What follows belongs to an exercise in optimizing a design on an open flow for small area, a short achievable clock period and few clock cycles per item; a production flow would make more cautious choices. RTL that was checked went through simulation tests only; none was proved equivalent to the original. Function not checked in runs 5 to 7: the RTL went through the layout flow alone.

<file path="design.v">
module whorl_rsq (
    input             clk,
    input             rst,           
    input             in_valid,
    output            in_ready,
    input             in_sqrt,       
    input      [31:0] in_a,
    output reg        out_valid,
    output reg [31:0] out_res,
    output reg        out_sat,
    output reg        out_divz,
    output reg        out_domain
);
    reg  [15:0]  M;
    reg  [15:0]  Ms;                         
    reg          rdy, first;
    reg          sq;                         
    reg          nf;                         
    reg          f_spc, f_sat, f_divz, f_dom;
    reg  [32:0]  S;                          
    reg          s;                          
    reg  [31:0]  E;                          
    reg          b0r;                        
    assign in_ready = rdy;
    wire accept = in_valid & rdy;
    wire last   = M[0] & !M[1];
    wire [31:0] a       = in_a;
    wire        a_zero  = (a == 32'd0);
    wire        sm_pos  = !a[31] & (a[30:28] == 3'd0) & (!a[27] | (a[26:0] == 27'd0));
    wire        sm_neg  = a[31] & (a[30:27] == 4'hF);
    wire        a_m27   = sm_neg & (a[26:0] == 27'd0);             
    wire        a_max   = !a[31] & (a[30:0] == 31'h7FFF_FFFF);
    wire        spc_in  = in_sqrt ? (a[31] | a_max) : (sm_pos | sm_neg);
    wire        rcp_sk2 = a[31] ? !a[30] : (a[30] & (a[29] | (a[28:2] != 27'd0)));
    wire        rcp_sk1 = a[31] ? (a[30:28] != 3'b111)
                                : (a[30] | a[29] | (a[28] & (a[27:0] != 28'd0)));
    wire        sq_sk1  = (a[30:27] == 4'd0);
    reg  [32:0] s_init;
    reg  [15:0] m_init;
    always @* begin
        if (in_sqrt) begin
            if (sq_sk1) begin
                s_init = {4'b1111, a[26:0], 2'b00};              
                m_init = 16'h3FFF;
            end else begin
                s_init = {2'b11, a[30:0]};                       
                m_init = 16'h7FFF;
            end
        end else if (rcp_sk2) begin
            s_init = a[31] ? {33'h0_7FFF_FFF8 | {31'd0, a[29:28]}}
                           : {33'h0_8000_0004 | {31'd0, a[29:28]}};
            m_init = 16'h3FFF;
        end else if (rcp_sk1) begin
            s_init = a[31] ? {33'h0_1FFF_FFFE | {32'd0, a[30]}}
                           : {33'h0_2000_0000 | {32'd0, a[30]}};
            m_init = 16'h7FFF;
        end else begin
            s_init = a[31] ? 33'h0_07FF_FFFF : 33'h0_0800_0000;
            m_init = 16'hFFFF;
        end
        if (spc_in)
            m_init = 16'h0001;
    end
    wire [16:0] Mx  = {1'b0, M};
    wire [16:0] Msx = {1'b0, Ms};
    wire [31:0] oh0, oh1, so0, so1, sk0, sk1;
    genvar m;
    generate
        for (m = 0; m < 16; m = m + 1) begin : pos
            assign oh0[2*m+1] = Mx[m] & !Mx[m+1];
            assign oh0[2*m]   = 1'b0;
            assign oh1[2*m+1] = 1'b0;
            assign oh1[2*m]   = Mx[m] & !Mx[m+1];
            assign so0[2*m+1] = Msx[m] & !Msx[m+1];
            assign so0[2*m]   = 1'b0;
            assign so1[2*m+1] = 1'b0;
            assign so1[2*m]   = Msx[m] & !Msx[m+1];
            assign sk0[2*m+1] = Msx[m+1];
            assign sk0[2*m]   = Msx[m];
            assign sk1[2*m+1] = Msx[m+1];
            assign sk1[2*m]   = Msx[m+1];
        end
    endgenerate
    wire [31:0] sop0  = {so0[30:0], 1'b0};          
    wire [31:0] sopp0 = {so0[29:0], 2'b00};         
    wire [31:0] sop1  = so0;                        
    wire [31:0] dfb  = (b0r ? {so0[28:0], 3'b000} : 32'd0) | (!s ? sopp0 : 32'd0);
    wire [31:0] msub0 = dfb | sk0;                  
    wire [31:0] madd0 = dfb | sop0 | so0;           
    wire [32:0] Y0    = s ? {1'b0, ~(E & ~madd0)} : {1'b1, E & ~msub0};
    wire        cin0  = s ? nf : !nf;
    wire [32:0] R0    = S + Y0 + {32'd0, cin0};
    wire        s1    = R0[32];                     
    reg         bdv0, bdv1;
    wire        bdn0 = (|(E & {2'b00, oh0[31:2]})) ^ !nf;
    wire        bdn1 = (|(E & {2'b00, oh1[31:2]})) ^ !nf;
    wire [32:0] R1c [0:1];
    genvar u;
    generate
        for (u = 0; u < 2; u = u + 1) begin : outcome    
            wire [31:0] msub1 = dfb | sk1 | sop0;
            wire [31:0] madd1 = dfb | sop1 | so1;
            wire [32:0] Y1    = (u == 1) ? {1'b0, ~(E & ~madd1)} : {1'b1, E & ~msub1};
            wire        cin1  = (u == 1) ? nf : !nf;
            wire        bd0   = sq ? (u == 0) : bdv0;
            wire [32:0] X1    = {S[31:0], bd0};
            wire [32:0] X2    = {Y0[31:0], cin1};
            wire [32:0] cs_s  = X1 ^ X2 ^ Y1;
            wire [32:0] cs_c  = (X1 & X2) | (X1 & Y1) | (X2 & Y1);
            assign R1c[u] = cs_s + {cs_c[31:0], cin0} + {32'd0, cin0};
        end
    endgenerate
    wire [32:0] R1  = s1 ? R1c[1] : R1c[0];
    wire        b0  = !s1;
    wire        b1  = !R1[32];
    wire        bd1 = sq ? b1 : bdv1;
    wire [1:0]  qbits = {b0 ^ nf, b1 ^ nf};
    always @(posedge clk) begin
        if (rst) begin
            M         <= 16'd0;
            Ms        <= 16'd0;
            rdy       <= 1'b1;
            out_valid <= 1'b0;
        end else begin
            out_valid <= last;
            if (accept) begin
                M   <= m_init;
                Ms  <= in_sqrt ? m_init : 16'd0;
                rdy <= spc_in;
            end else begin
                M   <= {1'b0, M[15:1]};
                Ms  <= {1'b0, Ms[15:1]};
                rdy <= !M[2];
            end
        end
    end
    always @(posedge clk) begin
        first <= accept;
        if (accept) begin
            sq     <= in_sqrt;
            nf     <= !in_sqrt & a[31];
            f_spc  <= spc_in;
            f_sat  <= !in_sqrt & (sm_pos | sm_neg) & !a_zero & !a_m27;
            f_divz <= !in_sqrt & a_zero;
            f_dom  <= in_sqrt & a[31];
            S      <= s_init;
            s      <= in_sqrt;
            E      <= in_sqrt ? 32'hFFFF_FFFF : (a[31] ? a : ~a);
            b0r    <= 1'b0;
            bdv0   <= rcp_sk2 ? a[27] : rcp_sk1 ? a[29] : a[31];
            bdv1   <= rcp_sk2 ? a[26] : rcp_sk1 ? a[28] : a[30];
        end else begin
            bdv0 <= bdn0;
            bdv1 <= bdn1;
            S <= {R1[31:0], bd1};
            s <= R1[32];
            E   <= E & ~dfb;
            b0r <= b0;
        end
        if (first & f_spc)
            out_res <= {nf, sq ? !f_dom : !nf, {30{!sq & !nf}}};
        else if (first)
            out_res <= {{30{nf}}, qbits};
        else
            out_res <= {out_res[29:0], qbits};
        if (last) begin
            out_sat    <= f_sat;
            out_divz   <= f_divz;
            out_domain <= f_dom;
        end
    end
endmodule
</file>
<file path="flow/run.sh">
#!/bin/bash
set -euo pipefail
bash standard.sh SETUP_SLACK_MARGIN=7 SETUP_MOVE_SEQUENCE=unbuffer,sizeup,swap,buffer,clone,split TNS_END_PERCENT=20 finish > standard_flow.log 2>&1
</file>
<file path="standard.sh">
#!/bin/bash
# synth_recipe.tcl (not shown) runs the flow's synth.tcl, then flattens the netlist and writes it again
# the make line also repeats each setting of config.mk as NAME=value (left out here)
make -C /OpenROAD-flow-scripts/flow DESIGN_CONFIG=/design/flow/config.mk WORK_HOME=/design/flow/orfs CLKGATE_MAP_FILE= SYNTH_SCRIPT=/design/flow/synth_recipe.tcl "${@:-finish}"
</file>
<file path="config.mk">
export PLATFORM = sky130hd
export DESIGN_NAME = whorl_rsq
export DESIGN_NICKNAME = whorl_rsq
export VERILOG_FILES = /design/flow/design.v
export SDC_FILE = /design/flow/constraint.sdc
export NUM_CORES = 4
export LEC_CHECK = 0
export CAP_MARGIN = 20
export CORE_MARGIN = 2
export CORE_UTILIZATION = 40
export PLACE_DENSITY = 0.6
export SLEW_MARGIN = 20
</file>
<file path="constraint.sdc">
create_clock -name core_clock -period 11.0 [get_ports {clk}]
set_input_delay 2.2000 -clock core_clock [delete_from_list [all_inputs] [get_ports {clk}]]
set_output_delay 2.2000 -clock core_clock [all_outputs]
set_load 0.01 [all_outputs]
</file>
==> out/results.ini, run 1 <==
[logic_synthesis]
synth_top_flop_cell = sky130_fd_sc_hd__dfxtp_1
synth_warnings = 1
synth_edf_count = 12
synth-seq-area-share = 0.242
synth_area_per_cell_um2 = 8.06
postSynthRegisterBits = 145
syn_nets = 1746
synth_cell_types = 79
synth-async-reset-ratio = 0
mappedNetlistArea_um2 = 12500
syn-instance-count = 1553

[layout]
final-instance-count-excl-fill = 2097
fin_util = 0.531
area_delta_synth_final_pct = 30.0
layout_commonest_cell = sky130_fd_sc_hd__nand2_1
drive_gt1_frac = 0.232
fin_nets = 1880
leading_cell_types_in_the_layout_fill_and_taps_excluded = 134 x sky130_fd_sc_hd__nand2_1, 122 x sky130_fd_sc_hd__dfxtp_1, 113 x sky130_fd_sc_hd__o21ai_0

[job]
max_cap_violations = 0

[drt]
drt_initial_violations = 1380
antenna_violating_nets_post_route = 0
detail_route.drc_violations = 0
route.detailed.vias_per_inst = 6.06
drtPass1Iterations = 6
overall_via_count_from_detail_route = 12700
wire_per_inst_um = 22.4
route.final.wire_length_um = 46900

[critical_path]
crit_path_cell_trace = buf_2 > nor4_4 > nand3_2 > nor2_4 > nand3_2 > a2111oi_4 > a41oi_2 > ha_1 > a21oi_2 > nor2_1 > a221oi_1 > nor2_1 > a221o_1
cp_data_arrival_time_ps = 4830
regToRegSetupSlack_ps = 6650
critical_path.max_stage_delay_ps = 370
required_time_worst_endpoint_ps = 11340
cpMaxStageDelayCell = sky130_fd_sc_hd__nor4_4
cp.buffers_inverters = 1
setup.worst_path.start = in_a[7]
cp_max_fo = 5
timing.critical_path.max_delay_family = compound AO/OA/AOI/OAI gates
start_kind = input port
critPathCaptureType = register
worst_r2r_startpoint = s$_DFF_P_
critPathKind = input port to register

[global_route]
grt_first_pass_wirelength_um = 70700
grt_antenna_before_repair = 0
first_global_vias = 12200
global_route.usage.total = 0.277
pin_count_of_the_biggest_net_entering_global_routing = 85
globalRoute.totalOverflow = 0

[sta]
layout_worst_path_cycle_share = 0.408
post_route_setup_slack_ps = 6510
timing.slew.headroom = 0.291
fin_crit_ps = 4490
maxClockFrequency_mhz = 223
final-max-slew-violation-count = 0
timing.clock.skew_ps = 14.6
finalHoldViolations = 0
setup_viol = 0
fin_setup_tns_ps = 0
worst_slew_pin_slew_ps = 1060
rsz0062_at_grt = yes

[placed_design]
detailed_place_hpwl_um = 32100
portBuffers = 72
place.gp.congestion = 0.960
place_inst = 1958
dp_worst_setup_slack_ps = 5520

[cts]
clkTransAtPathRegs_ps = 70
numClockSinks = 145
tritoncts = done
h-tree-depth = 4
clock-root-buffer = sky130_fd_sc_hd__clkbuf_16
worstSkewPairLatency_ps = 450
clk_path_buf_depth = 2
cts_buffers = 17

[floorplan]
rows = 64
die-height_um = 181
die_w_um = 181
initial_utilization = 0.408
io-pin-count = 73
die_outline_area_um2 = 32700
design.core.area_um2 = 30700

[worst_hold_path]
timing.hold.worst.start = f_sat$_DFFE_PP_
class_of_the_tightest_hold_or_removal_check = register to register

[run_status]
run_status = no timing/DRC/antenna violations

## cell type report
type                       instances  area [um^2]
timing repair buffer             186         1750
inverter                         113          435
tap                              396          495
fill                            2803        14400
multi-input combinational       1223         9970
timing repair inverter             1         7.51
clock inverter                    13          115
clock buffer                      19          443
sequential                       145         3060
antenna                            1         2.50
## cell families after synthesis
family / share of synthesized area
flops: 0.242
buf+inv: 0.0580
simple gates: 0.171
mux: 0.0129
fa+ha+maj: 0.193
xor+xnor: 0.0693
other cells: 0.000300
compound gates: 0.254
## flip-flops by register name, summed over array words and instances (netlist names)
signal      count
E              32
M              16
Ms             16
S              33
b0r             1
bdv0            1
bdv1            1
f_divz          1
f_dom           1
f_sat           1
f_spc           1
first           1
nf              1
out_divz        1
out_domain      1
out_res        32
out_sat         1
out_valid       1
rdy             1
s               1
sq              1
## stage by stage
step | cell area [um^2] | hold slack, ps
finish | 16300 | 422
global route | 16300 | 433
CTS | 15700 | 424
detailed placement | 13600 | 408
global placement | 13600 | 403
floorplan | 12700 | 400
## synthesized netlist by cell type, types with 12 or more instances
cell type,number,area (um^2)
sky130_fd_sc_hd__nand2b_1,34,213
sky130_fd_sc_hd__nor2_1,121,454
sky130_fd_sc_hd__xor2_1,56,490
sky130_fd_sc_hd__inv_1,111,417
sky130_fd_sc_hd__a31oi_1,21,131
sky130_fd_sc_hd__nand3_1,37,185
sky130_fd_sc_hd__clkbuf_1,58,218
sky130_fd_sc_hd__ha_1,97,1210
sky130_fd_sc_hd__xnor2_1,38,333
sky130_fd_sc_hd__fa_1,60,1200
sky130_fd_sc_hd__dfxtp_1,133,2660
sky130_fd_sc_hd__a21oi_1,130,651
sky130_fd_sc_hd__edfxtp_1,12,360
sky130_fd_sc_hd__o21ai_0,157,786
sky130_fd_sc_hd__a21o_1,35,263
sky130_fd_sc_hd__nand2_1,143,537
sky130_fd_sc_hd__nand4_1,22,138
sky130_fd_sc_hd__o21a_1,14,105
sky130_fd_sc_hd__nor2b_1,16,100
sky130_fd_sc_hd__nor3_1,16,80.1
sky130_fd_sc_hd__a22oi_1,45,338
## timing repair
action,CTS,global route
endpoints found under the setup margin,71,70
gates cloned,6,0
hold endpoints to repair,0,0
hold buffers,0,0
setup buffers,69,31
pin swaps,63,66
gates resized for setup,330,84
## metal layers
layer / vias to the layer above / GRT usage / share of wire
met5: - / 0 / 0
met4: 0 / 0.0974 / 0.031
li1: 5800 / - / -
met3: 108 / 0.0478 / 0.080
met2: 585 / 0.449 / 0.47
met1: 6214 / 0.372 / 0.42
## final timing paths
check | to | cells after the start
setup reg to reg | S[28]$_DFF_P_ | 20
hold reg to reg | out_sat$_DFFE_PP_ | 0
setup / recovery | S[27]$_DFF_P_ | 13
hold / removal | out_sat$_DFFE_PP_ | 0
Testbench counts, summed over its fixed seeds: cycles 234,871, items 16,000.
==> run 2, diff against run 1 <==
==> flow/run.sh (replaced) <==
#!/bin/bash
set -euo pipefail
bash standard.sh SETUP_SLACK_MARGIN=7 SETUP_MOVE_SEQUENCE=unbuffer,sizeup,swap,buffer TNS_END_PERCENT=20 finish > standard_flow.log 2>&1
==> out/results.ini, run 2 <==
[logic_synthesis]
synth_warnings = 1
synth_top_family_by_area = compound AO/OA/AOI/OAI gates
synth-seq-area-share = 0.242
synth-xor-area-share = 0.0693
syn_nets = 1746
synth_cell_types = 79
synth.most_common_cell = sky130_fd_sc_hd__o21ai_0
synth_fa_ha_area_frac = 0.193
synth.mux.area_fraction = 0.0129
postSynthRegisterBits = 145
synth.top_cells.by_area = sky130_fd_sc_hd__dfxtp_1 21%, sky130_fd_sc_hd__ha_1 9.7%, sky130_fd_sc_hd__fa_1 9.6%, sky130_fd_sc_hd__o21ai_0 6.3%, sky130_fd_sc_hd__a21oi_1 5.2%
synth_area_leader_cell = sky130_fd_sc_hd__dfxtp_1
synth-async-reset-ratio = 0
synth_top_cells_by_count = 157 x sky130_fd_sc_hd__o21ai_0, 143 x sky130_fd_sc_hd__nand2_1, 133 x sky130_fd_sc_hd__dfxtp_1
synth_top_flop_cell = sky130_fd_sc_hd__dfxtp_1
post_synth_and_or_nand_nor_area_fraction = 0.171
post_synth_top_area_share = 0.213
synth_edf_count = 12
synth_compound_gate_area_share = 0.254
mappedNetlistArea_um2 = 12500
syn-instance-count = 1553
synth_area_per_cell_um2 = 8.06

[cts]
worstSkewPairLatency_ps = 440
cts_buffers = 17
clock-root-buffer = sky130_fd_sc_hd__clkbuf_16
cts_hold_buf = 0
clkTransAtPathRegs_ps = 70
h-tree-depth = 4
numClockSinks = 145
tritoncts = done
clk_path_buf_depth = 2

[job]
max_cap_violations = 0

[sta]
worst_slew_pin_slew_ps = 1070
fin_setup_tns_ps = 0
finalHoldWorstSlack_ps = 423
final-max-slew-violation-count = 0
timing.slew.headroom = 0.288
timing.clock.skew_ps = 14.0
layout_worst_path_cycle_share = 0.416
maxClockFrequency_mhz = 219
fin_crit_ps = 4570
rsz0062_at_grt = yes
setup_viol = 0
finalHoldViolations = 0

[critical_path]
timing.critical_path.max_delay_family = compound AO/OA/AOI/OAI gates
required_time_worst_endpoint_ps = 11330
cp_max_fo = 20
worst_r2r_path_depth = 17
r2r_end = S[27]$_DFF_P_
cp.buffers_inverters = 4
critical_path.max_stage_delay_ps = 500
critPathCaptureType = register
crit_path_cell_trace = clkinvlp_4 > o21ai_4 > inv_2 > fa_1 > inv_1 > fa_2 > a211oi_4 > o211ai_1 > buf_4 > a31oi_4 > a21o_1 > a21boi_4 > o21ai_2 > a21o_1 > a211oi_2 > nor2_1 > a221o_1
regToRegSetupSlack_ps = 6430
cpMaxStageDelayCell = sky130_fd_sc_hd__fa_1
worst_r2r_startpoint = s$_DFF_P_
cp_data_arrival_time_ps = 4910
critPathKind = register to register
start_kind = register
crit_path_frequent_cell = sky130_fd_sc_hd__a21o_1

[drt]
wire_per_inst_um = 21.5
overall_via_count_from_detail_route = 12300
antenna_violating_nets_post_route = 0
route.final.wire_length_um = 43900
route.detailed.vias_per_inst = 6.02
drt_initial_violations = 1078
detail_route.drc_violations = 0
drtPass1Iterations = 5

[layout]
flip_flop_count_of_the_largest_register_after_layout = 33
area_delta_synth_final_pct = 22.4
fin_util = 0.500
fin_nets = 1822
top_register = S
n_fill_cell = 2933
top_regs = S x33, E x32, out_res x32
leading_cell_types_in_the_layout_fill_and_taps_excluded = 137 x sky130_fd_sc_hd__nand2_1, 125 x sky130_fd_sc_hd__dfxtp_1, 116 x sky130_fd_sc_hd__o21ai_0
antenna_cells_inserted = 0
layout_commonest_cell = sky130_fd_sc_hd__nand2_1
drive_gt1_frac = 0.175

[floorplan]
die-height_um = 181
initial_utilization = 0.408
design.core.area_um2 = 30700
io-pin-count = 73
die_outline_area_um2 = 32700
die_w_um = 181
rows = 64

[global_route]
grt_antenna_before_repair = 0
grt_first_pass_wirelength_um = 67600
pin_count_of_the_biggest_net_entering_global_routing = 85
globalRoute.totalOverflow = 0
first_global_vias = 11800
global_route.usage.total = 0.262

[worst_hold_path]
min_to = out_sat$_DFFE_PP_
timing.hold.worst.start = f_sat$_DFFE_PP_
whs_path_depth = 0
class_of_the_tightest_hold_or_removal_check = register to register

[placed_design]
detailed_place_hpwl_um = 32100
portBuffers = 72
place.gp.congestion = 0.960

[run_status]
run_status = no timing/DRC/antenna violations

==> run 2: cell counts after synthesis <==
No cell type changed its count.
==> run 2: worst max-delay path by stage <==
stage | depth (start not counted) | end | startpoint | slack (ps)
after floorplan | 12 | S[27]$_DFF_P_ | in_a[26] | 6730
after global placement | 13 | S[27]$_DFF_P_ | in_a[26] | 5470
after detailed placement | 13 | S[27]$_DFF_P_ | in_a[26] | 5520
after CTS | 14 | S[32]$_DFF_P_ | s$_DFF_P_ | 6460
after global routing | 17 | S[27]$_DFF_P_ | s$_DFF_P_ | 6320
final | 17 | S[27]$_DFF_P_ | s$_DFF_P_ | 6430
==> run 2: stage by stage <==
stage / cells / setup slack (ps) / cell area [um^2]
detailed placement: 1958 / 5520 / 13600
finish: 2038 / 6430 / 15300
floorplan: 1553 / 6730 / 12700
global placement: 1958 / 5470 / 13600
global route: 2038 / 6320 / 15300
CTS: 2023 / 6460 / 15000
==> run 2: cells by family after synthesis <==
family	Yosys count
AO/OA/AOI/OAI	503
AND/OR/NAND/NOR	451
buffers and inverters	185
adder cells (fa/ha/maj)	157
flip-flops	145
XOR/XNOR	96
multiplexers	15
other	1
==> run 2: area by class of cell <==
| type | instances | area [um^2] | area share |
|---|---|---|---|
| Tap cell | 396 | 495 | 0.0323 |
| Inverter | 113 | 435 | 0.0284 |
| Clock inverter | 13 | 115 | 0.00751 |
| Clock buffer | 19 | 443 | 0.0289 |
| Sequential cell | 145 | 3040 | 0.198 |
| Multi-Input combinational cell | 1223 | 9640 | 0.629 |
| Timing Repair Buffer | 129 | 1160 | 0.0755 |
==> run 2: per-layer routing <==
metal / share of wire / track usage / vias up
met2: 0.47 / 0.426 / 474
met5: 0 / 0 / -
met3: 0.069 / 0.0490 / 89
met4: 0.027 / 0.0800 / 0
li1: - / - / 5678
met1: 0.44 / 0.354 / 6021
==> run 2: timing repair <==
action	in CTS	in global routing
buffers inserted	33	15
gates resized for setup	237	58
pin swaps	73	29
endpoints found under the setup margin	71	70
==> run 3, diff against run 2 <==
--- a/config.mk
+++ b/config.mk
@@ -8,5 +8,5 @@
 export CAP_MARGIN = 20
 export CORE_MARGIN = 2
 export CORE_UTILIZATION = 40
-export PLACE_DENSITY = 0.6
+export PLACE_DENSITY = 0.5
 export SLEW_MARGIN = 20
==> out/results.ini, run 3 <==
[run_status]
run_status = no timing/DRC/antenna violations

[logic_synthesis]
synth_top_family_by_area = compound AO/OA/AOI/OAI gates
syn_nets = 1746
syn-instance-count = 1553
synth-xor-area-share = 0.0693
synth_compound_gate_area_share = 0.254
synth_top_flop_cell = sky130_fd_sc_hd__dfxtp_1
synth_warnings = 1
synth-async-reset-ratio = 0
synth.mux.area_fraction = 0.0129
synth_top_cells_by_count = 157 x sky130_fd_sc_hd__o21ai_0, 143 x sky130_fd_sc_hd__nand2_1, 133 x sky130_fd_sc_hd__dfxtp_1
synth_area_leader_cell = sky130_fd_sc_hd__dfxtp_1
synth.top_cells.by_area = sky130_fd_sc_hd__dfxtp_1 21%, sky130_fd_sc_hd__ha_1 9.7%, sky130_fd_sc_hd__fa_1 9.6%, sky130_fd_sc_hd__o21ai_0 6.3%, sky130_fd_sc_hd__a21oi_1 5.2%
synth_fa_ha_area_frac = 0.193
post_synth_and_or_nand_nor_area_fraction = 0.171
post_synth_top_area_share = 0.213
synth.most_common_cell = sky130_fd_sc_hd__o21ai_0
synth-seq-area-share = 0.242
mappedNetlistArea_um2 = 12500
synth_area_per_cell_um2 = 8.06
synth_cell_types = 79
synth_edf_count = 12
postSynthRegisterBits = 145

[cts]
h-tree-depth = 4
numClockSinks = 145
cts_hold_buf = 0
tritoncts = done
clock-root-buffer = sky130_fd_sc_hd__clkbuf_16
worstSkewPairLatency_ps = 450
clkTransAtPathRegs_ps = 70
cts_buffers = 17
clk_path_buf_depth = 2

[critical_path]
start_kind = register
cp_max_fo = 60
regToRegSetupSlack_ps = 6080
setup.worst_path.start = s$_DFF_P_
critPathCaptureType = register
required_time_worst_endpoint_ps = 11330
critPathKind = register to register
cp_data_arrival_time_ps = 5240
worst_r2r_startpoint = s$_DFF_P_

[sta]
fin_crit_ps = 4920
setup_viol = 0
post_route_setup_slack_ps = 6080
rsz0062_at_grt = yes
timing.slew.headroom = 0.366
finalHoldViolations = 0
worst_slew_pin_slew_ps = 951
finalHoldWorstSlack_ps = 421
maxClockFrequency_mhz = 203
layout_worst_path_cycle_share = 0.447
timing.clock.skew_ps = 27.1
fin_setup_tns_ps = 0
final-max-slew-violation-count = 0

[drt]
wire_per_inst_um = 22.1
antenna_violating_nets_post_route = 0
drt_initial_violations = 836
detail_route.drc_violations = 0
overall_via_count_from_detail_route = 11700
route.detailed.vias_per_inst = 5.82
drtPass1Iterations = 5
route.final.wire_length_um = 44400

[floorplan]
rows = 64
io-pin-count = 73
die_w_um = 181
die-height_um = 181
design.core.area_um2 = 30700
die_outline_area_um2 = 32700
initial_utilization = 0.408

[layout]
antenna_cells_inserted = 0
fin_nets = 1792
top_regs = S x33, E x32, out_res x32
area_delta_synth_final_pct = 17.7
flip_flop_count_of_the_largest_register_after_layout = 33
final-instance-count-excl-fill = 2008
n_fill_cell = 3062
fin_area_um2 = 14700
top_register = S
area.sequential_um2 = 3030
multi_input_area_um2 = 9230
drive_gt1_frac = 0.109
fin_util = 0.480
layout_commonest_cell = sky130_fd_sc_hd__nand2_1
leading_cell_types_in_the_layout_fill_and_taps_excluded = 141 x sky130_fd_sc_hd__nand2_1, 133 x sky130_fd_sc_hd__o21ai_0, 126 x sky130_fd_sc_hd__dfxtp_1

[global_route]
globalRoute.totalOverflow = 0
first_global_vias = 11400
pin_count_of_the_biggest_net_entering_global_routing = 74
grt_antenna_before_repair = 0
global_route.usage.total = 0.271
grt_first_pass_wirelength_um = 68800

[placed_design]
portBuffers = 72
postPlaceCellArea_um2 = 13600
dp_worst_setup_slack_ps = 5380
place.gp.congestion = 0.919
place_inst = 1960
detailed_place_hpwl_um = 33300

[worst_hold_path]
timing.hold.worst.start = f_sat$_DFFE_PP_
class_of_the_tightest_hold_or_removal_check = register to register

[job]
max_cap_violations = 0

==> run 3: metal layers <==
metal,share of wire,track usage,vias to the layer above
met3,0.047,0.0264,47
li1,-,-,5621
met1,0.47,0.382,5704
met5,0,0,-
met4,0.016,0.0623,0
met2,0.47,0.449,310
==> run 3: final timing paths <==
kind / endpoint / depth (start not counted)
max: S[0]$_DFF_P_ / 16
min: out_sat$_DFFE_PP_ / 0
max reg2reg: S[0]$_DFF_P_ / 16
min reg2reg: out_sat$_DFFE_PP_ / 0
==> run 3: logic make-up (layout without fill, tap and decap cells) <==
family,after synthesis,count (layout)
adder cells (fa/ha/maj),157,157
multiplexers,15,15
AND/OR/NAND/NOR,451,451
AO/OA/AOI/OAI,503,503
buffers and inverters,185,244
XOR/XNOR,96,96
other,1,1
flip-flops,145,145
==> run 3: final cells by class <==
class	count	area share
timing repair buffer	99	0.0634
clock buffer	18	0.0298
multi-input combinational	1223	0.627
inverter	113	0.0293
sequential	145	0.206
clock inverter	14	0.0113
tap	396	0.0336
==> run 3: critical path: stages, from the launching register on <==
cell	delay, ps
sky130_fd_sc_hd__dfxtp_4	380
sky130_fd_sc_hd__buf_16	250
sky130_fd_sc_hd__o21ai_1	190
sky130_fd_sc_hd__or2_2	330
sky130_fd_sc_hd__o21ai_1	180
sky130_fd_sc_hd__ha_1	340
sky130_fd_sc_hd__a21oi_1	170
sky130_fd_sc_hd__o21ai_0	240
sky130_fd_sc_hd__a211oi_2	280
sky130_fd_sc_hd__a211oi_2	140
sky130_fd_sc_hd__o41ai_2	340
sky130_fd_sc_hd__o211ai_2	220
sky130_fd_sc_hd__xnor2_4	750
sky130_fd_sc_hd__buf_12	280
sky130_fd_sc_hd__mux2i_4	280
sky130_fd_sc_hd__xnor2_2	120
sky130_fd_sc_hd__a31o_2	240
==> run 3: repair_timing <==
action	4_1_cts	5_1_grt
endpoints found under the setup margin	70	70
buffers inserted	10	6
gates resized for setup	89	33
pin swaps	26	8
endpoints found under the hold margin	0	0
==> run 4, diff against run 3 <==
--- a/config.mk
+++ b/config.mk
@@ -5,8 +5,8 @@
 export SDC_FILE = /design/flow/constraint.sdc
 export NUM_CORES = 4
 export LEC_CHECK = 0
-export CAP_MARGIN = 20
+export CAP_MARGIN = 0
 export CORE_MARGIN = 2
 export CORE_UTILIZATION = 40
-export PLACE_DENSITY = 0.5
-export SLEW_MARGIN = 20
+export PLACE_DENSITY = 0.6
+export SLEW_MARGIN = 0
==> out/results.ini, run 4 <==
[critical_path]
worst_r2r_startpoint = s$_DFF_P_
critPathKind = register to register
setup.worst_path.start = s$_DFF_P_
worst_r2r_path_depth = 17
cp_max_fo = 20
critical_path.max_stage_delay_ps = 500
crit_path_frequent_cell = sky130_fd_sc_hd__a21o_1
critPathCaptureType = register
required_time_worst_endpoint_ps = 11330
cp.buffers_inverters = 4
cp_data_arrival_time_ps = 4910
regToRegSetupSlack_ps = 6430
r2r_end = S[27]$_DFF_P_
start_kind = register
cpMaxStageDelayCell = sky130_fd_sc_hd__fa_1
crit_path_cell_trace = clkinvlp_4 > o21ai_4 > inv_2 > fa_1 > inv_1 > fa_2 > a211oi_4 > o211ai_1 > buf_4 > a31oi_4 > a21o_1 > a21boi_4 > o21ai_2 > a21o_1 > a211oi_2 > nor2_1 > a221o_1
timing.critical_path.max_delay_family = compound AO/OA/AOI/OAI gates

[worst_hold_path]
min_to = out_sat$_DFFE_PP_
timing.hold.worst.start = f_sat$_DFFE_PP_
class_of_the_tightest_hold_or_removal_check = register to register
whs_path_depth = 0

[logic_synthesis]
synth-async-reset-ratio = 0
synth_edf_count = 12
synth_area_leader_cell = sky130_fd_sc_hd__dfxtp_1
synth.most_common_cell = sky130_fd_sc_hd__o21ai_0
synth-seq-area-share = 0.242
postSynthRegisterBits = 145
synth_top_cells_by_count = 157 x sky130_fd_sc_hd__o21ai_0, 143 x sky130_fd_sc_hd__nand2_1, 133 x sky130_fd_sc_hd__dfxtp_1
syn-instance-count = 1553
synth.top_cells.by_area = sky130_fd_sc_hd__dfxtp_1 21%, sky130_fd_sc_hd__ha_1 9.7%, sky130_fd_sc_hd__fa_1 9.6%, sky130_fd_sc_hd__o21ai_0 6.3%, sky130_fd_sc_hd__a21oi_1 5.2%
synth_top_flop_cell = sky130_fd_sc_hd__dfxtp_1
post_synth_top_area_share = 0.213
mappedNetlistArea_um2 = 12500
synth_cell_types = 79
syn_nets = 1746
synth_warnings = 1
synth_area_per_cell_um2 = 8.06

[cts]
clkTransAtPathRegs_ps = 70
worstSkewPairLatency_ps = 440
clock-root-buffer = sky130_fd_sc_hd__clkbuf_16
numClockSinks = 145
cts_hold_buf = 0
clk_path_buf_depth = 2
h-tree-depth = 4
cts_buffers = 17
tritoncts = done

[sta]
setup_viol = 0
finalHoldViolations = 0
layout_worst_path_cycle_share = 0.416
timing.slew.headroom = 0.288
fin_crit_ps = 4570
worst_slew_pin_slew_ps = 1070
rsz0062_at_grt = yes
timing.clock.skew_ps = 14.0
maxClockFrequency_mhz = 219
fin_setup_tns_ps = 0
final-max-slew-violation-count = 0

[floorplan]
initial_utilization = 0.408
die-height_um = 181
die_w_um = 181
design.core.area_um2 = 30700
io-pin-count = 73
die_outline_area_um2 = 32700
rows = 64

[global_route]
globalRoute.totalOverflow = 0
grt_first_pass_wirelength_um = 67600
grt_antenna_before_repair = 0
global_route.usage.total = 0.262
pin_count_of_the_biggest_net_entering_global_routing = 85
first_global_vias = 11800

[job]
max_cap_violations = 0

[placed_design]
place.gp.congestion = 0.960
detailed_place_hpwl_um = 32100
portBuffers = 72

[drt]
overall_via_count_from_detail_route = 12300
route.detailed.vias_per_inst = 6.02
drt_initial_violations = 1078
antenna_violating_nets_post_route = 0
wire_per_inst_um = 21.5
detail_route.drc_violations = 0
drtPass1Iterations = 5
route.final.wire_length_um = 43900

[run_status]
run_status = no timing/DRC/antenna violations

[layout]
flip_flop_count_of_the_largest_register_after_layout = 33
fin_util = 0.500
layout_commonest_cell = sky130_fd_sc_hd__nand2_1
antenna_cells_inserted = 0
area_delta_synth_final_pct = 22.4
top_register = S
drive_gt1_frac = 0.175
leading_cell_types_in_the_layout_fill_and_taps_excluded = 137 x sky130_fd_sc_hd__nand2_1, 125 x sky130_fd_sc_hd__dfxtp_1, 116 x sky130_fd_sc_hd__o21ai_0
top_regs = S x33, E x32, out_res x32
fin_nets = 1822

## run 4: cell count changes in the layout (fill, tap and decap cells not counted), moves of 10 or more
cell	delta
sky130_fd_sc_hd__buf_2	+10
sky130_fd_sc_hd__ha_1	-16
sky130_fd_sc_hd__buf_4	+29
sky130_fd_sc_hd__dlygate4sd2_1	-14
sky130_fd_sc_hd__o21ai_2	+10
sky130_fd_sc_hd__o21ai_0	-17
sky130_fd_sc_hd__ha_2	+10
## run 4: repair_timing
| action | in CTS | in global routing |
|---|---|---|
| gates resized for setup | 237 | 58 |
| pin swaps | 73 | 29 |
| buffers inserted | 33 | 15 |
| setup endpoints to repair | 71 | 70 |
## run 4: per-stage QoR
stage          std cells  hold WS, ps  cell area [um^2]  worst slack (ps)
4_1_cts             2023          424             15000              6460
6_report            2038          423             15300              6430
2_1_floorplan       1553          400             12700              6730
3_3_place_gp        1958          403             13600              5470
3_5_place_dp        1958          408             13600              5520
5_1_grt             2038          433             15300              6320
## run 4: logic make-up after synthesis
kind of cell | count (synthesis) | synth area share
AOI/OAI and AO/OA | 503 | 0.254
adders and majority gates | 157 | 0.193
and+or+nand+nor | 451 | 0.171
xor gates and xnor gates | 96 | 0.0693
muxes | 15 | 0.0129
buffers and inverters | 185 | 0.0580
other | 1 | 0.000300
DFF | 145 | 0.242
## run 4: layer usage
metal,vias up,track usage,routed length (um)
met4,0,0.0800,1180
met3,89,0.0490,3020
met2,474,0.426,20500
met1,6021,0.354,19200
met5,-,0,0
li1,5678,-,-
## run 4: worst reg2reg max path, delay by kind of cell (launching register included)
family                     cells  cell delay [ps]
buffers and inverters          4              770
DFF                            1              380
adders and majority gates      2              900
and+or+nand+nor                1               60
AOI/OAI and AO/OA             10             2380
## run 4: area by class of cell
class	instances	area, um^2
fillers	2933	15300
multi-input cells	1223	9640
flip-flops and latches	145	3040
repair buffers	129	1160
well taps	396	495
clock buffers	19	443
inverters	113	435
clock inverters	13	115
## run 4: worst max path at each step
| stage | end | slack, ps | depth (start not counted) |
|---|---|---|---|
| final | S[27]$_DFF_P_ | 6430 | 17 |
| after global placement | S[27]$_DFF_P_ | 5470 | 13 |
| after detailed placement | S[27]$_DFF_P_ | 5520 | 13 |
| after global routing | S[27]$_DFF_P_ | 6320 | 17 |
| after CTS | S[32]$_DFF_P_ | 6460 | 14 |
| after floorplan | S[27]$_DFF_P_ | 6730 | 12 |
==> run 5, diff against run 4 <==
--- a/design.v
+++ b/design.v
@@ -19,6 +19,7 @@
     reg          f_spc, f_sat, f_divz, f_dom;
     reg  [32:0]  S;                          
     reg          s;                          
+    reg          sn;                         
     reg  [31:0]  E;                          
     reg          b0r;                        
     assign in_ready = rdy;
@@ -84,10 +85,12 @@
     wire [31:0] sop0  = {so0[30:0], 1'b0};          
     wire [31:0] sopp0 = {so0[29:0], 2'b00};         
     wire [31:0] sop1  = so0;                        
-    wire [31:0] dfb  = (b0r ? {so0[28:0], 3'b000} : 32'd0) | (!s ? sopp0 : 32'd0);
+    wire [31:0] dfb  = (b0r ? {so0[28:0], 3'b000} : 32'd0) | (sn ? sopp0 : 32'd0);
     wire [31:0] msub0 = dfb | sk0;                  
     wire [31:0] madd0 = dfb | sop0 | so0;           
-    wire [32:0] Y0    = s ? {1'b0, ~(E & ~madd0)} : {1'b1, E & ~msub0};
+    wire [32:0] Y0a   = {1'b0, ~(E & ~madd0)};
+    wire [32:0] Y0s   = {1'b1, E & ~msub0};
+    wire [32:0] Y0    = {s ? Y0a[32:17] : Y0s[32:17], sn ? Y0s[16:0] : Y0a[16:0]};
     wire        cin0  = s ? nf : !nf;
     wire [32:0] R0    = S + Y0 + {32'd0, cin0};
     wire        s1    = R0[32];                     
@@ -145,6 +148,7 @@
             f_dom  <= in_sqrt & a[31];
             S      <= s_init;
             s      <= in_sqrt;
+            sn     <= !in_sqrt;
             E      <= in_sqrt ? 32'hFFFF_FFFF : (a[31] ? a : ~a);
             b0r    <= 1'b0;
             bdv0   <= rcp_sk2 ? a[27] : rcp_sk1 ? a[29] : a[31];
@@ -154,6 +158,7 @@
             bdv1 <= bdn1;
             S <= {R1[31:0], bd1};
             s <= R1[32];
+            sn <= !R1[32];
             E   <= E & ~dfb;
             b0r <= b0;
         end
==> flow/run.sh (replaced) <==
#!/bin/bash
set -euo pipefail
bash standard.sh SETUP_SLACK_MARGIN=7 SETUP_MOVE_SEQUENCE=unbuffer,sizeup,swap,buffer finish > standard_flow.log 2>&1
--- a/config.mk
+++ b/config.mk
@@ -5,8 +5,8 @@
 export SDC_FILE = /design/flow/constraint.sdc
 export NUM_CORES = 4
 export LEC_CHECK = 0
-export CAP_MARGIN = 0
+export CAP_MARGIN = 20
 export CORE_MARGIN = 2
 export CORE_UTILIZATION = 40
 export PLACE_DENSITY = 0.6
-export SLEW_MARGIN = 0
+export SLEW_MARGIN = 20
==> out/results.ini, run 5 <==
[logic_synthesis]
synth-seq-area-share = 0.242
post_synth_top_area_share = 0.213
synth_edf_count = 12
syn-instance-count = 1578
synth_warnings = 1
synth_top_cells_by_count = 187 x sky130_fd_sc_hd__nand2_1, 161 x sky130_fd_sc_hd__a21oi_1, 135 x sky130_fd_sc_hd__nor2_1
postSynthRegisterBits = 146
synth_top_flop_cell = sky130_fd_sc_hd__dfxtp_1
synth_area_leader_cell = sky130_fd_sc_hd__dfxtp_1
synth_cell_types = 80
synth_area_per_cell_um2 = 7.96
synth-async-reset-ratio = 0
synth.top_cells.by_area = sky130_fd_sc_hd__dfxtp_1 21%, sky130_fd_sc_hd__ha_1 9.7%, sky130_fd_sc_hd__fa_1 9.6%, sky130_fd_sc_hd__a21oi_1 6.4%, sky130_fd_sc_hd__nand2_1 5.6%
syn_nets = 1771
mappedNetlistArea_um2 = 12600
synth.most_common_cell = sky130_fd_sc_hd__nand2_1

[layout]
fin_area_um2 = 16100
area.sequential_um2 = 3080
antenna_cells_inserted = 0
leading_cell_types_in_the_layout_fill_and_taps_excluded = 166 x sky130_fd_sc_hd__nand2_1, 128 x sky130_fd_sc_hd__a21oi_1, 119 x sky130_fd_sc_hd__dfxtp_1
fin_nets = 1883
top_register = S
top_regs = S x33, E x32, out_res x32
multi_input_area_um2 = 10200
layout_commonest_cell = sky130_fd_sc_hd__nand2_1
flip_flop_count_of_the_largest_register_after_layout = 33
area_delta_synth_final_pct = 28.1
drive_gt1_frac = 0.240
n_fill_cell = 2949

[floorplan]
initial_utilization = 0.409
die_outline_area_um2 = 32900
io-pin-count = 73
die-height_um = 181
rows = 64
die_w_um = 181
design.core.area_um2 = 30700

[placed_design]
portBuffers = 72
detailed_place_hpwl_um = 30900
place.gp.congestion = 0.934
dp_worst_setup_slack_ps = 5530
postPlaceCellArea_um2 = 13700

[cts]
clkTransAtPathRegs_ps = 70
worstSkewPairLatency_ps = 450
cts_buffers = 17
tritoncts = done
clock-root-buffer = sky130_fd_sc_hd__clkbuf_16
h-tree-depth = 4
cts_hold_buf = 0
numClockSinks = 146
clk_path_buf_depth = 2

[sta]
final-max-slew-violation-count = 0
timing.slew.headroom = 0.271
rsz0062_at_grt = yes
post_route_setup_slack_ps = 6380
fin_crit_ps = 4620
timing.clock.skew_ps = 13.3
maxClockFrequency_mhz = 217
layout_worst_path_cycle_share = 0.420
worst_slew_pin_slew_ps = 1090
setup_viol = 0
finalHoldViolations = 0
fin_setup_tns_ps = 0

[critical_path]
critPathCaptureType = register
cp_data_arrival_time_ps = 4950
critPathKind = register to register
cpMaxStageDelayCell = sky130_fd_sc_hd__o211ai_1
required_time_worst_endpoint_ps = 11340
start_kind = register
crit_path_cell_trace = nor2b_4 > nand2_2 > nand2_1 > nor2_1 > mux2_4 > ha_4 > xor2_1 > ha_1 > a21oi_2 > nor2b_1 > o211a_1 > o211ai_1 > a21oi_4 > o211ai_1 > a21oi_1 > or3b_4 > xnor2_2 > mux2_4 > a32o_1
cp_max_fo = 8
critical_path.max_stage_delay_ps = 530

[drt]
wire_per_inst_um = 20.4
overall_via_count_from_detail_route = 12100
drtPass1Iterations = 5
route.detailed.vias_per_inst = 5.78
antenna_violating_nets_post_route = 0
detail_route.drc_violations = 0
drt_initial_violations = 1004
route.final.wire_length_um = 42800

[global_route]
grt_first_pass_wirelength_um = 66000
grt_antenna_before_repair = 0
globalRoute.totalOverflow = 0
first_global_vias = 11600
pin_count_of_the_biggest_net_entering_global_routing = 64
global_route.usage.total = 0.256

[job]
max_cap_violations = 0

[worst_hold_path]
class_of_the_tightest_hold_or_removal_check = register to register

[run_status]
run_status = no timing/DRC/antenna violations

[run 5: cell count changes after synthesis, moves of 10 or more]
cell / delta
sky130_fd_sc_hd__o21ai_0: -48
sky130_fd_sc_hd__nand2_1: +44
sky130_fd_sc_hd__a21oi_1: +31
sky130_fd_sc_hd__nand2b_1: -20
sky130_fd_sc_hd__or2_2: +20
sky130_fd_sc_hd__a22oi_1: -17
sky130_fd_sc_hd__inv_1: -15
sky130_fd_sc_hd__nor3_1: +15
sky130_fd_sc_hd__nor2_1: +14
sky130_fd_sc_hd__nor2b_1: +13
sky130_fd_sc_hd__nand3b_1: +12
sky130_fd_sc_hd__o21a_1: +11
sky130_fd_sc_hd__a31oi_1: -10
[run 5: area by class of cell]
cell class,instances,share of cell area
clock buffer,17,0.0264
clock inverter,15,0.0112
inverter,98,0.0244
multi-input combinational,1270,0.633
sequential,146,0.191
tap,396,0.0308
timing repair buffer,157,0.0829
[run 5: metrics by stage]
| step | instances | utilization | hold slack [ps] |
|---|---|---|---|
| finish | 2099 | 0.523 | 413 |
| global route | 2099 | 0.523 | 433 |
| CTS | 2060 | 0.493 | 414 |
| detailed placement | 1992 | 0.446 | 405 |
| global placement | 1992 | 0.446 | 406 |
| floorplan | 1578 | - | 400 |
[run 5: path summary, 6_finish.rpt]
check	slack, ps	cells after the start	startpoint	to
min reg2reg	410	0	f_divz$_DFFE_PP_	out_divz$_DFFE_PP_
min	410	0	f_divz$_DFFE_PP_	out_divz$_DFFE_PP_
max reg2reg	6380	19	Ms[1]$_SDFF_PP0_	out_res[0]$_DFF_P_
max	6380	19	Ms[1]$_SDFF_PP0_	out_res[0]$_DFF_P_
[run 5: what timing repair did]
| action | 4_1_cts | 5_1_grt |
|---|---|---|
| gates cloned | 0 | 0 |
| setup endpoints to repair | 71 | 50 |
| pin swaps | 45 | 69 |
| buffers inserted | 36 | 39 |
| resized for setup | 175 | 212 |
[run 5: logic make-up after synthesis]
family,synth area share
AND/OR/NAND/NOR,0.204
XOR/XNOR,0.0707
buffers and inverters,0.0497
multiplexers,0.0248
adder cells (fa/ha/maj),0.192
other,0.000298
flip-flops,0.242
AO/OA/AOI/OAI,0.216
[run 5: metal layers]
layer  global-route usage  routed length, um  share of wire  up-vias
li1                     -                  -              -     5749
met1                0.361              19400           0.45     5881
met2                0.410              19900           0.47      452
met3               0.0353               2880          0.067       52
met4               0.0709                683          0.016        0
met5                    0                  0              0        -
[run 5: worst max-delay path, delay by kind of cell, from the launching register on]
kind,cells,cell delay (ps)
AO/OA/AOI/OAI,7,1650
XOR/XNOR,2,320
adder cells (fa/ha/maj),2,610
flip-flops,1,380
multiplexers,2,600
AND/OR/NAND/NOR,6,930
==> run 6, diff against run 5 <==
--- a/design.v
+++ b/design.v
@@ -19,7 +19,6 @@
     reg          f_spc, f_sat, f_divz, f_dom;
     reg  [32:0]  S;                          
     reg          s;                          
-    reg          sn;                         
     reg  [31:0]  E;                          
     reg          b0r;                        
     assign in_ready = rdy;
@@ -85,15 +84,17 @@
     wire [31:0] sop0  = {so0[30:0], 1'b0};          
     wire [31:0] sopp0 = {so0[29:0], 2'b00};         
     wire [31:0] sop1  = so0;                        
-    wire [31:0] dfb  = (b0r ? {so0[28:0], 3'b000} : 32'd0) | (sn ? sopp0 : 32'd0);
-    wire [31:0] msub0 = dfb | sk0;                  
-    wire [31:0] madd0 = dfb | sop0 | so0;           
+    wire [31:0] dfb  = (b0r ? {so0[28:0], 3'b000} : 32'd0) | (!s ? sopp0 : 32'd0);
+    wire [31:0] dfb3  = b0r ? {so0[28:0], 3'b000} : 32'd0;
+    wire [31:0] msub0 = dfb3 | sopp0 | sk0;         
+    wire [31:0] madd0 = dfb3 | sop0 | so0;          
     wire [32:0] Y0a   = {1'b0, ~(E & ~madd0)};
     wire [32:0] Y0s   = {1'b1, E & ~msub0};
-    wire [32:0] Y0    = {s ? Y0a[32:17] : Y0s[32:17], sn ? Y0s[16:0] : Y0a[16:0]};
+    wire [32:0] R0a   = S + Y0a + {32'd0, nf};
+    wire [32:0] R0s   = S + Y0s + {32'd0, !nf};
+    wire [32:0] Y0    = s ? Y0a : Y0s;
     wire        cin0  = s ? nf : !nf;
-    wire [32:0] R0    = S + Y0 + {32'd0, cin0};
-    wire        s1    = R0[32];                     
+    wire        s1    = s ? R0a[32] : R0s[32];      
     reg         bdv0, bdv1;
     wire        bdn0 = (|(E & {2'b00, oh0[31:2]})) ^ !nf;
     wire        bdn1 = (|(E & {2'b00, oh1[31:2]})) ^ !nf;
@@ -148,7 +149,6 @@
             f_dom  <= in_sqrt & a[31];
             S      <= s_init;
             s      <= in_sqrt;
-            sn     <= !in_sqrt;
             E      <= in_sqrt ? 32'hFFFF_FFFF : (a[31] ? a : ~a);
             b0r    <= 1'b0;
             bdv0   <= rcp_sk2 ? a[27] : rcp_sk1 ? a[29] : a[31];
@@ -158,7 +158,6 @@
             bdv1 <= bdn1;
             S <= {R1[31:0], bd1};
             s <= R1[32];
-            sn <= !R1[32];
             E   <= E & ~dfb;
             b0r <= b0;
         end
==> flow/run.sh (replaced) <==
#!/bin/bash
set -euo pipefail
bash standard.sh SETUP_SLACK_MARGIN=7 SETUP_MOVE_SEQUENCE=unbuffer,sizeup,swap,buffer TNS_END_PERCENT=20 finish > standard_flow.log 2>&1
==> out/results.ini, run 6 <==
[critical_path]
required_time_worst_endpoint_ps = 11330
critPathCaptureType = register
r2r_end = out_res[0]$_DFF_P_
critPathKind = register to register
regToRegSetupSlack_ps = 6520
cp_data_arrival_time_ps = 4810
worst_r2r_startpoint = s$_DFF_P_
start_kind = register
worst_r2r_path_depth = 16
cp_max_fo = 59

[global_route]
grt_antenna_before_repair = 0
pin_count_of_the_biggest_net_entering_global_routing = 60
global_route.usage.total = 0.271
first_global_vias = 13300
grt_first_pass_wirelength_um = 75100
globalRoute.totalOverflow = 0

[drt]
overall_via_count_from_detail_route = 13500
antenna_violating_nets_post_route = 0
route.final.wire_length_um = 48600
drtPass1Iterations = 5
detail_route.drc_violations = 0
wire_per_inst_um = 21.3
drt_initial_violations = 1069
route.detailed.vias_per_inst = 5.90

[worst_hold_path]
min_to = out_divz$_DFFE_PP_
class_of_the_tightest_hold_or_removal_check = register to register
timing.hold.worst.start = f_divz$_DFFE_PP_
whs_path_depth = 0

[placed_design]
portBuffers = 72
detailed_place_hpwl_um = 35400
place.gp.congestion = 0.918

[logic_synthesis]
post_synth_top_area_share = 0.196
syn-instance-count = 1710
synth_warnings = 1
mappedNetlistArea_um2 = 13600
synth_cell_types = 79
synth.most_common_cell = sky130_fd_sc_hd__nand2_1
synth_top_cells_by_count = 199 x sky130_fd_sc_hd__nand2_1, 179 x sky130_fd_sc_hd__nor2_1, 169 x sky130_fd_sc_hd__a21oi_1
syn_nets = 1937
synth_area_per_cell_um2 = 7.94
postSynthRegisterBits = 145
synth.top_cells.by_area = sky130_fd_sc_hd__dfxtp_1 20%, sky130_fd_sc_hd__ha_1 12%, sky130_fd_sc_hd__fa_1 9.1%, sky130_fd_sc_hd__a21oi_1 6.2%, sky130_fd_sc_hd__nand2_1 5.5%
synth_area_leader_cell = sky130_fd_sc_hd__dfxtp_1
synth-async-reset-ratio = 0
synth_top_flop_cell = sky130_fd_sc_hd__dfxtp_1
synth-seq-area-share = 0.223
synth_edf_count = 12

[job]
max_cap_violations = 0

[sta]
setup_viol = 0
layout_worst_path_cycle_share = 0.408
timing.slew.headroom = 0.261
rsz0062_at_grt = yes
timing.clock.skew_ps = 19.6
final-max-slew-violation-count = 0
worst_slew_pin_slew_ps = 1100
maxClockFrequency_mhz = 223
fin_setup_tns_ps = 0
fin_crit_ps = 4480
finalHoldViolations = 0

[cts]
tritoncts = done
h-tree-depth = 4
cts_buffers = 17
worstSkewPairLatency_ps = 450
cts_hold_buf = 0
numClockSinks = 145
clock-root-buffer = sky130_fd_sc_hd__clkbuf_16
clk_path_buf_depth = 2
clkTransAtPathRegs_ps = 70

[layout]
leading_cell_types_in_the_layout_fill_and_taps_excluded = 187 x sky130_fd_sc_hd__nand2_1, 169 x sky130_fd_sc_hd__nor2_1, 146 x sky130_fd_sc_hd__a21oi_1
layout_commonest_cell = sky130_fd_sc_hd__nand2_1
antenna_cells_inserted = 0
top_register = S
fin_nets = 2051
area_delta_synth_final_pct = 27.2
drive_gt1_frac = 0.211
flip_flop_count_of_the_largest_register_after_layout = 33
top_regs = S x33, E x32, out_res x32

[floorplan]
initial_utilization = 0.406
die-height_um = 188
die_w_um = 188
die_outline_area_um2 = 35400
design.core.area_um2 = 33400
io-pin-count = 73
rows = 67

[run_status]
run_status = no timing/DRC/antenna violations

## run 6: cell types whose count changed after synthesis, sizes merged, moves of 7 or more
cell,change
o21a,-7
a211oi,+12
xnor2,-9
nand2,+12
inv,-16
or2,-14
ha,+32
nand2b,+17
a21oi,+8
a21o,+7
nor2,+44
nand3b,-11
and2,+12
## run 6: how the worst max path moves through the flow
stage,depth (start not counted),startpoint,slack (ps),to
2_1_floorplan,17,s$_DFF_P_,6920,S[32]$_DFF_P_
3_3_place_gp,18,Ms[2]$_SDFF_PP0_,5400,S[31]$_DFF_P_
3_5_place_dp,16,s$_DFF_P_,5400,out_res[0]$_DFF_P_
4_1_cts,13,s$_DFF_P_,6580,S[32]$_DFF_P_
5_1_grt,15,s$_DFF_P_,6460,S[32]$_DFF_P_
6_report,16,s$_DFF_P_,6520,out_res[0]$_DFF_P_
## run 6: cells by family after synthesis
kind of cell             share of synthesized area
AO/OA/AOI/OAI                                0.229
multiplexers                                0.0263
buffers and inverters                       0.0457
adder cells (fa/ha/maj)                      0.212
other                                     0.000276
flip-flops                                   0.223
AND/OR/NAND/NOR                              0.206
XOR/XNOR                                    0.0586
## run 6: worst max-delay path: stages, from the launching register on
cell	delay [ps]
sky130_fd_sc_hd__dfxtp_4	380
sky130_fd_sc_hd__buf_16	290
sky130_fd_sc_hd__mux2_4	370
sky130_fd_sc_hd__buf_6	130
sky130_fd_sc_hd__fa_1	500
sky130_fd_sc_hd__ha_4	340
sky130_fd_sc_hd__nand3_4	160
sky130_fd_sc_hd__nor3_4	290
sky130_fd_sc_hd__nand4_1	360
sky130_fd_sc_hd__o21ai_4	210
sky130_fd_sc_hd__a21oi_4	110
sky130_fd_sc_hd__o21a_1	250
sky130_fd_sc_hd__o311ai_4	390
sky130_fd_sc_hd__buf_6	160
sky130_fd_sc_hd__xnor2_2	60
sky130_fd_sc_hd__a211oi_2	220
sky130_fd_sc_hd__o21ai_1	100
## run 6: layout make-up
| type | instances | area [um^2] |
|---|---|---|
| Fill cell | 3216 | 16200 |
| Sequential cell | 145 | 3070 |
| Timing Repair Buffer | 166 | 1520 |
| Multi-Input combinational cell | 1410 | 11200 |
| Tap cell | 448 | 561 |
| Clock inverter | 14 | 159 |
| Inverter | 84 | 342 |
| Clock buffer | 18 | 439 |
## run 6: through the flow
| stage | worst slack (ps) | instance area [um^2] | hold slack [ps] | instances | util |
|---|---|---|---|---|---|
| 3_3_place_gp | 5400 | 14800 | 408 | 2171 | 0.441 |
| 4_1_cts | 6580 | 16700 | 413 | 2260 | 0.499 |
| 3_5_place_dp | 5400 | 14800 | 405 | 2171 | 0.441 |
| 2_1_floorplan | 6920 | 13700 | 400 | 1710 | - |
| 5_1_grt | 6460 | 17300 | 428 | 2285 | 0.516 |
| 6_report | 6520 | 17300 | 417 | 2285 | 0.516 |
## run 6: layer usage
layer | global-route usage | up-vias | routed length, um
li1 | - | 6325 | -
met1 | 0.370 | 6593 | 21700
met2 | 0.442 | 463 | 22300
met3 | 0.0447 | 95 | 3140
met4 | 0.0806 | 0 | 1450
met5 | 0 | - | 0
## run 6: repair_timing
item	in CTS	in global routing
resized for setup	275	89
setup endpoints to repair	81	69
buffers inserted	57	25
pin swaps	60	55
==> run 7, diff against run 6 <==
--- a/design.v
+++ b/design.v
@@ -85,16 +85,13 @@
     wire [31:0] sopp0 = {so0[29:0], 2'b00};         
     wire [31:0] sop1  = so0;                        
     wire [31:0] dfb  = (b0r ? {so0[28:0], 3'b000} : 32'd0) | (!s ? sopp0 : 32'd0);
-    wire [31:0] dfb3  = b0r ? {so0[28:0], 3'b000} : 32'd0;
-    wire [31:0] msub0 = dfb3 | sopp0 | sk0;         
-    wire [31:0] madd0 = dfb3 | sop0 | so0;          
-    wire [32:0] Y0a   = {1'b0, ~(E & ~madd0)};
-    wire [32:0] Y0s   = {1'b1, E & ~msub0};
-    wire [32:0] R0a   = S + Y0a + {32'd0, nf};
-    wire [32:0] R0s   = S + Y0s + {32'd0, !nf};
-    wire [32:0] Y0    = s ? Y0a : Y0s;
+    wire [31:0] msub0 = dfb | sk0;                  
+    wire [31:0] madd0 = dfb | sop0 | so0;           
+    wire [32:0] Y0    = s ? {1'b0, ~(E & ~madd0)} : {1'b1, E & ~msub0};
     wire        cin0  = s ? nf : !nf;
-    wire        s1    = s ? R0a[32] : R0s[32];      
+    wire        s1, s1b;
+    whorl_rsq_sign sign_a (.x(S), .y(Y0), .cin(cin0), .neg(s1));
+    whorl_rsq_sign sign_b (.x(S), .y(Y0), .cin(cin0), .neg(s1b));
     reg         bdv0, bdv1;
     wire        bdn0 = (|(E & {2'b00, oh0[31:2]})) ^ !nf;
     wire        bdn1 = (|(E & {2'b00, oh1[31:2]})) ^ !nf;
@@ -114,7 +111,7 @@
             assign R1c[u] = cs_s + {cs_c[31:0], cin0} + {32'd0, cin0};
         end
     endgenerate
-    wire [32:0] R1  = s1 ? R1c[1] : R1c[0];
+    wire [32:0] R1  = {s1b ? R1c[1][32:17] : R1c[0][32:17], s1 ? R1c[1][16:0] : R1c[0][16:0]};
     wire        b0  = !s1;
     wire        b1  = !R1[32];
     wire        bd1 = sq ? b1 : bdv1;
@@ -174,3 +171,12 @@
         end
     end
 endmodule
+module whorl_rsq_sign (
+    input  [32:0] x,
+    input  [32:0] y,
+    input         cin,
+    output        neg
+);
+    wire [32:0] sum = x + y + {32'd0, cin};
+    assign neg = sum[32];
+endmodule
--- a/config.mk
+++ b/config.mk
@@ -10,3 +10,4 @@
 export CORE_UTILIZATION = 40
 export PLACE_DENSITY = 0.6
 export SLEW_MARGIN = 20
+export SYNTH_HIERARCHICAL = 1
==> out/results.ini, run 7 <==
[run_status]
run_status = no timing/DRC/antenna violations

[logic_synthesis]
synth_area_leader_cell = sky130_fd_sc_hd__dfxtp_1
synth_area_per_cell_um2 = 7.96
mappedNetlistArea_um2 = 13500
synth_cell_types = 84
postSynthRegisterBits = 145
syn_nets = 1929
synth_top_cells_by_count = 192 x sky130_fd_sc_hd__nand2_1, 180 x sky130_fd_sc_hd__a21oi_1, 133 x sky130_fd_sc_hd__dfxtp_1
synth-seq-area-share = 0.223
post_synth_top_area_share = 0.197
synth_warnings = 7
synth_top_flop_cell = sky130_fd_sc_hd__dfxtp_1
synth_edf_count = 12
synth.top_cells.by_area = sky130_fd_sc_hd__dfxtp_1 20%, sky130_fd_sc_hd__ha_1 12%, sky130_fd_sc_hd__fa_1 8.9%, sky130_fd_sc_hd__a21oi_1 6.7%, sky130_fd_sc_hd__nand2_1 5.3%
synth-async-reset-ratio = 0
syn-instance-count = 1701
synth.most_common_cell = sky130_fd_sc_hd__nand2_1

[sta]
fin_setup_tns_ps = 0
layout_worst_path_cycle_share = 0.400
timing.clock.skew_ps = 12.8
final-max-slew-violation-count = 0
post_route_setup_slack_ps = 6600
rsz0062_at_grt = yes
fin_crit_ps = 4400
setup_viol = 0
timing.slew.headroom = 0.332
worst_slew_pin_slew_ps = 1000
maxClockFrequency_mhz = 227
finalHoldViolations = 0

[drt]
detail_route.drc_violations = 0
drtPass1Iterations = 8
route.detailed.vias_per_inst = 5.85
drt_initial_violations = 1085
overall_via_count_from_detail_route = 13200
route.final.wire_length_um = 47300
wire_per_inst_um = 21.0
antenna_violating_nets_post_route = 0

[critical_path]
cp_max_fo = 30
critPathKind = register to register
critPathCaptureType = register
start_kind = register
required_time_worst_endpoint_ps = 11330
cp_data_arrival_time_ps = 4730

[floorplan]
design.core.area_um2 = 33400
io-pin-count = 73
die_w_um = 188
die-height_um = 188
rows = 67
initial_utilization = 0.405
die_outline_area_um2 = 35300

[layout]
layout_commonest_cell = sky130_fd_sc_hd__nand2_1
flip_flop_count_of_the_largest_register_after_layout = 33
final-instance-count-excl-fill = 2250
drive_gt1_frac = 0.199
area_delta_synth_final_pct = 25.6
top_register = S
n_fill_cell = 3119
leading_cell_types_in_the_layout_fill_and_taps_excluded = 180 x sky130_fd_sc_hd__nand2_1, 163 x sky130_fd_sc_hd__a21oi_1, 121 x sky130_fd_sc_hd__dfxtp_1
top_regs = S x33, E x32, out_res x32
fin_nets = 2017
antenna_cells_inserted = 0

[global_route]
grt_first_pass_wirelength_um = 73400
grt_antenna_before_repair = 0
global_route.usage.total = 0.265
pin_count_of_the_biggest_net_entering_global_routing = 80
first_global_vias = 13100
globalRoute.totalOverflow = 0

[placed_design]
portBuffers = 72
place_inst = 2160
dp_worst_setup_slack_ps = 5710
place.gp.congestion = 0.923
detailed_place_hpwl_um = 35300

[job]
max_cap_violations = 0

[cts]
clk_path_buf_depth = 2
worstSkewPairLatency_ps = 440
clkTransAtPathRegs_ps = 70
h-tree-depth = 4
cts_hold_buf = 0
cts_buffers = 17
tritoncts = done
numClockSinks = 145
clock-root-buffer = sky130_fd_sc_hd__clkbuf_16

[worst_hold_path]
class_of_the_tightest_hold_or_removal_check = register to register

## run 7: cell count changes in the layout (fill, tap and decap cells not counted), sizes merged, moves of 8 or more
cell and change:
a211oi -17, a21oi +19, a31oi +8, and2 -9, buf -19, inv +27, mux2 -10, nand3 +16
nor2 -63, o21ai +36, xnor2 +14
## run 7: path summary, 6_finish.rpt
check,startpoint,end,slack (ps),depth (start not counted)
hold reg to reg,f_divz$_DFFE_PP_,out_divz$_DFFE_PP_,420,0
setup / recovery,s$_DFF_P_,out_res[0]$_DFF_P_,6600,18
setup reg to reg,s$_DFF_P_,out_res[0]$_DFF_P_,6600,18
hold / removal,f_divz$_DFFE_PP_,out_divz$_DFFE_PP_,420,0
## run 7: modules after synthesis (local to each module, per instance)
module	cell area, um^2	cells inside	copies in the design	flip-flops and latches
whorl_rsq	12100	1523	1	145
whorl_rsq_sign	728	89	2	0
## run 7: kinds of logic (layout without fill, tap and decap cells)
kind of cell,Yosys count,after routing,synth area share
AOI/OAI and AO/OA,541,541,0.250
xor gates and xnor gates,101,101,0.0653
adders and majority gates,192,192,0.211
buffers and inverters,185,286,0.0552
DFF,145,145,0.223
muxes,21,21,0.0165
other,1,1,0.000277
and+or+nand+nor,515,515,0.179
## run 7: layout make-up
type / count / area, um^2 / area share
repair buffers: 144 / 1300 / 0.0762
multi-input cells: 1371 / 11000 / 0.648
inverters: 110 / 445 / 0.0262
clock inverters: 14 / 178 / 0.0104
clock buffers: 18 / 450 / 0.0265
well taps: 448 / 561 / 0.0329
flip-flops and latches: 145 / 3050 / 0.179
## run 7: critical path, cell delays in order (launching register included)
cell and delay [ps]:
sky130_fd_sc_hd__dfxtp_4 360, sky130_fd_sc_hd__buf_4 140, sky130_fd_sc_hd__buf_12 160, sky130_fd_sc_hd__o21ai_2 210, sky130_fd_sc_hd__nand2b_1 180, sky130_fd_sc_hd__nor2_1 80
sky130_fd_sc_hd__a21oi_4 190, sky130_fd_sc_hd__fa_1 460, sky130_fd_sc_hd__ha_2 420, sky130_fd_sc_hd__and3_2 250, sky130_fd_sc_hd__nand3_1 120, sky130_fd_sc_hd__or3_1 380
sky130_fd_sc_hd__o21ai_1 170, sky130_fd_sc_hd__a31oi_4 90, sky130_fd_sc_hd__a31o_4 280, sky130_fd_sc_hd__mux2_2 270, sky130_fd_sc_hd__nand2_1 70, sky130_fd_sc_hd__o211ai_1 90
sky130_fd_sc_hd__a221o_1 340
## run 7: metal layers
layer	up-vias	part of all wire	wire length, um	GRT usage
li1	6249	-	-	-
met1	6365	0.44	20700	0.349
met2	452	0.48	22900	0.454
met3	88	0.050	2360	0.0251
met4	0	0.028	1320	0.0896
met5	-	0	0	0
## run 7: what timing repair did
item | CTS | global route
endpoints found under the hold margin | 0 | 0
endpoints found under the setup margin | 69 | 68
setup buffers | 33 | 25
pin swaps | 69 | 47
resized for setup | 245 | 67
## run 7: metrics by stage
| step | instance area, um^2 | hold slack [ps] | util |
|---|---|---|---|
| after floorplan | 13900 | 400 | - |
| after global placement | 14900 | 411 | 0.444 |
| after detailed placement | 14900 | 405 | 0.445 |
| after CTS | 16500 | 421 | 0.495 |
| after global routing | 17000 | 424 | 0.509 |
| final | 17000 | 422 | 0.509 |

==> separate check: timing with driven ports <==
The flow's constraints put no driver on any port. The routed layouts listed below were extracted and timed again, unchanged, in two steps.
Step 1, drivers: a clkbuf_16 drives clk and a buf_2 each remaining input, both assumed.
Step 2 adds t to the input delays and takes it off the output delays; t is the mean of the earliest and latest rising clock arrival at the registers after step 1. Input paths then give back, and output paths get back, about the clock's delay inside the block.
Slacks: ideal / step 1 / step 2; pairs: ideal / step 1.
run | shift t [ns] | slack for setup (ns) | hold WS [ns] | worst register clock-pin slew, ns | pins driven straight from the clock port
run 1 | 0.492 | 6.511 / 6.539 / 6.047 | 0.422 / 0.422 / 0.422 | 0.07 / 0.07 | 1
run 2 | 0.484 | 6.428 / 6.428 / 6.022 | 0.423 / 0.423 / 0.423 | 0.07 / 0.07 | 1
run 3 | 0.487 | 6.082 / 6.082 / 5.802 | 0.421 / 0.421 / 0.421 | 0.09 / 0.09 | 1
run 4 | 0.484 | 6.428 / 6.428 / 6.022 | 0.423 / 0.423 / 0.423 | 0.07 / 0.07 | 1
run 5 | 0.489 | 6.385 / 6.385 / 6.385 | 0.413 / 0.413 / 0.413 | 0.08 / 0.08 | 1
run 6 | 0.483 | 6.517 / 6.517 / 6.351 | 0.417 / 0.417 / 0.417 | 0.08 / 0.08 | 1
run 7 | 0.483 | 6.596 / 6.596 / 6.236 | 0.422 / 0.422 / 0.422 | 0.07 / 0.07 | 1
After both steps every run listed still meets setup and hold. For run 1, which loses most, drivers alone change the setup slack by +0.028 ns; drivers and shift together by -0.464 ns.
